This is an optimization exercise on Yosys and OpenROAD, whose aim is small area, a short achievable clock period and few clock cycles per item, not a production implementation. Function was checked by simulation only, so behaviour that the tests miss may differ from the original.

// sx48_delta_engine
module sx48_delta_engine (
    input  wire         clk,
    input  wire         rst,
    input  wire         in_valid,
    output wire         in_ready,
    input  wire [127:0] in_old,
    input  wire [127:0] in_new,
    input  wire [4:0]   in_n,         
    input  wire [3:0]   in_k,         
    input  wire [2:0]   in_m,         
    input  wire [3:0]   in_member,    
    input  wire [23:0]  in_unit,      
    output wire         out_valid,
    input  wire         out_ready,
    output wire         out_last,
    output wire [511:0] out_delta,    
    output wire [27:0]  out_stripe,
    output wire [3:0]   out_pos,
    output wire [15:0]  out_holder,   
    output wire [103:0] out_punit     
);
export LEC_CHECK = 0
export CAP_MARGIN = 20
export CORE_MARGIN = 2
export CORE_UTILIZATION = 35
export PLACE_DENSITY = 0.45
export SLEW_MARGIN = 20
export SYNTH_HIERARCHICAL = 1
export SYNTH_MINIMUM_KEEP_SIZE = 0
create_clock -name core_clock -period 90.0 [get_ports {clk}]
standard.sh (not shown) runs the stock make flow with config.mk's settings and CLKGATE_MAP_FILE= SYNTH_SCRIPT=/design/flow/synth_recipe.tcl, a recipe that flattens the netlist after the stock synthesis.
==> flow/flow/run.sh <==
#!/bin/bash
# Layout flow: the standard layout (standard.sh, unchanged synthesis) with
# these changes in how the layout is made:
#  - the port buffers are sky130_fd_sc_hd__buf_2 cells (BUFFER_PORTS_ARGS);
#  - the pins keep at least 3 routing tracks apart (PLACE_PINS_ARGS), which
#    eases routing next to the die edges;
#  - clock tree synthesis clusters up to 20 flip-flops within 80 um on each
#    leaf buffer (CTS_ARGS), for a shallower, smaller tree of the same cells;
#  - timing repair aims for a setup slack margin of 70 ns at the design's
#    90 ns clock, so it builds the buffer trees of the high-fanout enables
#    for speed rather than only for slew.
# The constraints (constraint.sdc) and the clock period are the design's.
# make's full output goes to flow_make.log here; ORFS writes each step's log
# under orfs/logs/.
set -euo pipefail
bash standard.sh \
  SETUP_SLACK_MARGIN=70 \
  "BUFFER_PORTS_ARGS=-buffer_cell sky130_fd_sc_hd__buf_2" \
  "PLACE_PINS_ARGS=-min_distance 3 -min_distance_in_tracks" \
  "CTS_ARGS=-sink_clustering_enable -repair_clock_nets -sink_clustering_size 20 -sink_clustering_max_diameter 80 -buf_list sky130_fd_sc_hd__clkbuf_16" \
  finish > flow_make.log 2>&1
The baseline finished clean.
Testbench counts at the start, summed over its fixed seeds: cycles 9,624, lines 2,400.
Rerun with:
--- a/flow/flow/run.sh
+++ b/flow/flow/run.sh
@@ -6,4 +6,7 @@
 #    eases routing next to the die edges;
+#  - global routing reserves more of met1 and met2 for pin access
+#    (flow/fastroute.tcl in place of the platform's), which eases detailed
+#    routing;
 #  - clock tree synthesis clusters up to 20 flip-flops within 80 um on each
-#    leaf buffer (CTS_ARGS), for a shallower, smaller tree of the same cells;
+#    leaf buffer (CTS_ARGS), for a smaller tree of the same cells;
 #  - timing repair aims for a setup slack margin of 70 ns at the design's
@@ -15,2 +18,3 @@
 set -euo pipefail
+here=$(pwd)
 bash standard.sh \
@@ -19,2 +23,3 @@
   "PLACE_PINS_ARGS=-min_distance 3 -min_distance_in_tracks" \
+  "FASTROUTE_TCL=$here/flow/fastroute.tcl" \
   "CTS_ARGS=-sink_clustering_enable -repair_clock_nets -sink_clustering_size 20 -sink_clustering_max_diameter 80 -buf_list sky130_fd_sc_hd__clkbuf_16" \
==> flow/flow/fastroute.tcl (new file) <==
# Global routing: reserve more of met1 and met2 for pin access, so the
# global router sends more of the wiring to the upper layers.
set_global_routing_layer_adjustment met1 0.45
set_global_routing_layer_adjustment met2 0.35
set_global_routing_layer_adjustment met3-$::env(MAX_ROUTING_LAYER) 0.2

set_routing_layers -clock $::env(MIN_CLK_ROUTING_LAYER)-$::env(MAX_ROUTING_LAYER)
set_routing_layers -signal $::env(MIN_ROUTING_LAYER)-$::env(MAX_ROUTING_LAYER)
Settings changed: CORE_MARGIN 2 to 4, PLACE_DENSITY 0.45 to 0.4.
The changed run finished with timing, DRC and antenna clean. Worst setup slack got worse by 44 ps. Routed wire length went up by 3.0%. Die area came out higher by 1.6%.

separate check: timing with driven ports:
In the flow no input, the clock included, has a driving cell. The finished layouts below were timed again as built, in two steps.
Step 1 assumes that a clkbuf_16 drives the clock port and a buf_2 every other input.
Step 2 adds t to the input delays and takes it off the output delays; t is the mean of the earliest and latest rising clock arrival at the registers after step 1. Input paths then give back, and output paths get back, about the clock's delay inside the block.
Three values: ideal, step 1, step 2; two values: the first two.
| run | t, ns | setup slack, ns | worst setup path after step 2 |
|---|---|---|---|
| the first run | 0.870 | 70.136 / 70.214 / 69.344 | input to register |
| the second run | 0.873 | 70.093 / 70.181 / 69.308 | input to register |
After both steps every run listed still meets setup and hold. The setup slack of the first run, which loses most, moves by +0.078 ns with the drivers and by -0.792 ns with both steps.
